Context: an optimization exercise on an open-source flow, tuned for small area, a short achievable clock period and few clock cycles per item. The choices shown serve that exercise and are no tape-out recipe.
Where RTL was checked, it was by simulation tests only, not by an equivalence proof against the original.

== v6 ==
// sha256_engine
module sha256_engine (
    input  wire         clk,
    input  wire         rst,         
    input  wire         in_valid,
    output wire         in_ready,
    input  wire         in_first,
    input  wire [31:0]  in_data,
    output wire         out_valid,
    input  wire         out_ready,
    output wire [255:0] out_digest
);
Size: roughly 5300 cells after synthesis, about 1100 flip-flops, ~300 I/O pins.
Settings: LEC_CHECK=0, CAP_MARGIN=20, CORE_MARGIN=2, CORE_UTILIZATION=30, SETUP_SLACK_MARGIN=5, SLEW_MARGIN=20; clock period 10.0 ns.
standard.sh (not shown) runs the stock make flow with config.mk's settings and CLKGATE_MAP_FILE= SYNTH_SCRIPT=/design/flow/synth_recipe.tcl, a recipe that flattens the netlist after the stock synthesis.
==> flow/flow/run.sh <==
#!/bin/bash
# Layout flow: the standard synthesis and layout, with
#  - port buffers of sky130_fd_sc_hd__buf_1,
#  - a clock tree built from clkbuf_16 leaf clusters of up to 24 sinks and
#    no dummy balancing loads.

# Each tool's output goes to a log file in the work folder.
set -euo pipefail
export BUFFER_PORTS_ARGS="-buffer_cell sky130_fd_sc_hd__buf_1"
export CTS_ARGS="-sink_clustering_enable -repair_clock_nets -sink_clustering_size 24 -sink_clustering_max_diameter 100 -buf_list sky130_fd_sc_hd__clkbuf_16 -dont_use_dummy_load"

bash standard.sh synth > synth.log 2>&1
bash standard.sh finish > layout.log 2>&1
v6 has completed all stages; timing, DRC and antenna checks passed.
Testbench counts of v6, summed over its fixed seeds: cycles 55,794, blocks 858.
For v7, these inputs were changed with respect to v6:
diff --git a/flow/design.v b/flow/design.v
--- a/flow/design.v
+++ b/flow/design.v
@@ -125,18 +125,18 @@
     wire [31:0] s0a = bsig0(a);
     wire [31:0] v_s  = csa_s(ch, p, d);
     wire [31:0] v_c  = csa_c(ch, p, d);
     wire [31:0] e1_s = csa_s(s1e, v_s, v_c);
     wire [31:0] e1_c = csa_c(s1e, v_s, v_c);
     wire [31:0] e_new = e1_s + e1_c;
-    wire [31:0] u_s  = csa_s(p, s1e, ch);
-    wire [31:0] u_c  = csa_c(p, s1e, ch);
-    wire [31:0] a1_s = csa_s(u_s, u_c, maj);
-    wire [31:0] a1_c = csa_c(u_s, u_c, maj);
-    wire [31:0] a2_s = csa_s(a1_s, a1_c, s0a);
-    wire [31:0] a2_c = csa_c(a1_s, a1_c, s0a);
+    wire [31:0] u_s  = csa_s(ch, maj, p);
+    wire [31:0] u_c  = csa_c(ch, maj, p);
+    wire [31:0] a1_s = csa_s(s1e, s0a, u_s);
+    wire [31:0] a1_c = csa_c(s1e, s0a, u_s);
+    wire [31:0] a2_s = csa_s(a1_s, a1_c, u_c);
+    wire [31:0] a2_c = csa_c(a1_s, a1_c, u_c);
     wire [31:0] a_new = a2_s + a2_c;
     wire [31:0] h0    = fin ? (first_q ? IV7 : re[1]) : h;
     wire [31:0] hn    = (ld && wcnt == 4'd1) ? h0 : g;
     wire [31:0] pn_s  = csa_s(hn, k_q, w[15]);
     wire [31:0] pn_c  = csa_c(hn, k_q, w[15]);
     wire [31:0] p_new = pn_s + pn_c;
Findings:
STATUS final worst clock skew: v7 loses against v6
Delta (v7 minus v6): instance count of the mapped netlist roughly the same; area of the mapped netlist lower; wire length lower; pin count of the biggest net entering global routing higher; mean cell area of the mapped netlist lower.
The share of final layout cell area taken by clock buffers and inverters was comparable across v7 and v6.
Comparing design area for v7 and v6, the bigger number came from v6.
| vertical die dimension | v7 vs v6 | about 0.4% lower |
v7 vs v6 on share of the synthesized netlist area taken by xor and xnor gates: v7 is the lower one.
Routed metal-1 wirelength delta for v7 relative to v6: about 1.2% higher
Between v6 and v7, combined buffer and inverter count along the critical path increased.
Measured against each other, v7 and v6 differ in largest fanout on the critical path, the lower figure coming from v7.
Testbench counts of v7, summed over its fixed seeds: cycles 55,794, blocks 858.

Setup of run a:
sha256_engine, a different RTL version from the one above (not shown whole).
For scale: ~4,700 cells after synthesis, about 1,100 flip-flops, ~300 I/O pins, about 54,000 sq um of cells after synthesis.
clock: 10.0 ns
lec_check: 0
cap_margin: 20
core_margin: 2
core_utilization: 40
setup_slack_margin: 5
slew_margin: 20
==> flow/flow/run.sh <==
#!/bin/bash
# Layout flow: the standard synthesis and layout, with
#  - port buffers of sky130_fd_sc_hd__buf_2,
#  - a clock tree built from clkbuf_16 leaf clusters of up to 24 sinks and
#    no dummy balancing loads.

# Each tool's output goes to a log file in the work folder.
set -euo pipefail
export BUFFER_PORTS_ARGS="-buffer_cell sky130_fd_sc_hd__buf_2"
export CTS_ARGS="-sink_clustering_enable -repair_clock_nets -sink_clustering_size 24 -sink_clustering_max_diameter 100 -buf_list sky130_fd_sc_hd__clkbuf_16 -dont_use_dummy_load"

bash standard.sh synth > synth.log 2>&1
bash standard.sh finish > layout.log 2>&1
Run a reached the final stage; the timing, design-rule and antenna checks on its layout passed.
The following lists how run b was set up differently from run a:
--- a/flow/design.v
+++ b/flow/design.v
@@ -11,24 +11,25 @@
 );
     reg        ld;         
     reg        rdy;        
     reg [3:0]  lag;        
     reg        run;        
     reg        fin;        
     reg        ov;         
     reg [3:0]  wcnt;       
     reg [5:0]  kn;         
     reg        first_q;    
     reg        ff_first;   
     reg        early;      
+    reg [1:0]  fj;         
     reg [31:0] w [0:15];
     reg [31:0] a, b, c, d, e, f, g, h;
     reg [31:0] p;
     reg [31:0] k_q;        
     reg [31:0] ra [0:3];
     reg [31:0] re [0:3];
     function [31:0] rotr(input [31:0] x, input integer n);
         rotr = (x >> n) | (x << (32 - n));
     endfunction
     function [31:0] bsig0(input [31:0] x);
         bsig0 = rotr(x, 2) ^ rotr(x, 13) ^ rotr(x, 22);
     endfunction
@@ -129,42 +130,42 @@
     wire [31:0] e_new = e1_s + e1_c;
     wire [31:0] u_s  = csa_s(ch, maj, p);
     wire [31:0] u_c  = csa_c(ch, maj, p);
     wire [31:0] a1_s = csa_s(s1e, s0a, u_s);
     wire [31:0] a1_c = csa_c(s1e, s0a, u_s);
     wire [31:0] a2_s = csa_s(a1_s, a1_c, u_c);
     wire [31:0] a2_c = csa_c(a1_s, a1_c, u_c);
     wire [31:0] a_new = a2_s + a2_c;
     wire [31:0] h0    = fin ? (first_q ? IV7 : re[1]) : h;
     wire [31:0] hn    = (ld && wcnt == 4'd1) ? h0 : g;
     wire [31:0] pn_s  = csa_s(hn, k_q, w[15]);
     wire [31:0] pn_c  = csa_c(hn, k_q, w[15]);
-    wire [31:0] p_new = add_bk(pn_s, pn_c);
+    wire [31:0] p_new = pn_s + pn_c;
     wire [31:0] u0_s = csa_s(ssig1(w[14]), w[9], ssig0(w[1]));
     wire [31:0] u0_c = csa_c(ssig1(w[14]), w[9], ssig0(w[1]));
     wire [31:0] u1_s = csa_s(u0_s, u0_c, w[0]);
     wire [31:0] u1_c = csa_c(u0_s, u0_c, w[0]);
     wire [31:0] wnew = u1_s + u1_c;
     wire [3:0] wcnt_n = take ? wcnt + 4'd1 : wcnt;
     wire       ld_n   = (take && wcnt == 4'd15) ? 1'b0 :
                         ((run && kn == 6'd63) ? 1'b1 : ld);
     wire [3:0] lag_n  = (!ld_n || wcnt_n == 4'd0 || take) ? 4'd0 : lag + 4'd1;
     wire       ov_n   = fin ? 1'b1 : (ov && !out_ready ? 1'b1 : 1'b0);
     wire       rdy_n  = ld_n && lag_n == 4'd0 && !(wcnt_n == 4'd15 && ov_n);
     reg [31:0] iva, ive;
     always @(*) begin
-        case ({fin, kn[1:0]})
-            3'b010:  begin iva = IV3; ive = IV7; end
-            3'b011:  begin iva = IV2; ive = IV6; end
-            3'b000:  begin iva = IV1; ive = IV5; end
+        case (fj)
+            2'd0:    begin iva = IV3; ive = IV7; end
+            2'd1:    begin iva = IV2; ive = IV6; end
+            2'd2:    begin iva = IV1; ive = IV5; end
             default: begin iva = IV0; ive = IV4; end
         endcase
     end
     wire [31:0] fa_sum = add_bk(ff_first ? iva : ra[0], a);
     wire [31:0] fe_sum = add_bk(ff_first ? ive : re[0], e);
     assign in_ready   = rdy;
     assign out_valid  = ov;
     assign out_digest = {ra[3], ra[2], ra[1], ra[0], re[3], re[2], re[1], re[0]};
     integer i;
     always @(posedge clk) begin
         if (rst) begin
             ld   <= 1'b1;
@@ -191,24 +192,25 @@
         if (init) begin
             kn  <= 6'd0;
             k_q <= 32'h428a2f98;
         end else if (pstep) begin
             kn  <= kn1;
             k_q <= k_nx;
         end
         if (init)
             first_q <= in_first;
         if (take && wcnt == 4'd15)
             ff_first <= first_q;
         early <= init && run;
+        fj    <= (run && kn == 6'd61) ? 2'd0 : fj + 2'd1;
         for (i = 0; i < 15; i = i + 1)
             w[i] <= w[i + 1];
         w[15] <= take ? in_data : (run ? wnew : w[0]);
         if (pstep)
             p <= p_new;
         if (rstep) begin
             h <= g;
             g <= f;
             f <= e;
             e <= e_new;
             d <= c;
             c <= b;
Results
Run b | stages: all done | timing, DRC, antenna: all pass. Looking at most common cell after layout, fill and taps aside, the dfxtp_1 result is from run a; the inv_1 one comes from run b. A uppermost signal routing layer after detailed routing of met4 is what run b shows, while met5 belongs to run a. The number of failing hold endpoints at the final stage was comparable across run a and run b. Re synthesized area per cell: run b is 1.1% down on run a. Relative to run a, detailed-route wire length per cell has gone up in run b. [compare] base=run a new=run b: routed wire length went up; final hold slack went up.
No run of this note included a check of the RTL's function; only the layout flow was run.

==> static timing again, ports no longer ideal <==
No port has a modelled driver above. Below, the same layouts with a new extraction and two added sets of constraints.
Step 1 assumes that a clkbuf_16 drives the clock port and a buf_2 every other input.
Step 2 also shifts input and output timing later by t, the mid clock arrival at the registers, as if the neighbouring blocks saw the same clock.
a / b / c = ideal / step 1 / step 2; a / b = the first two.
| run | shift t [ns] | setup slack, ns | worst setup path at the end |
|---|---|---|---|
| v6 | 0.747 | 5.053 / 5.053 / 4.566 | input to register |
| v7 | 0.776 | 5.093 / 5.093 / 4.427 | input to register |
| run a | 0.745 | 4.976 / 4.976 / 4.319 | input to register |
| run b | 0.760 | 4.874 / 4.874 / 4.440 | input to register |
After both steps every run listed still meets setup and hold. For v7, which loses most, drivers alone change the setup slack by 0.000 ns; drivers and shift together by -0.666 ns.
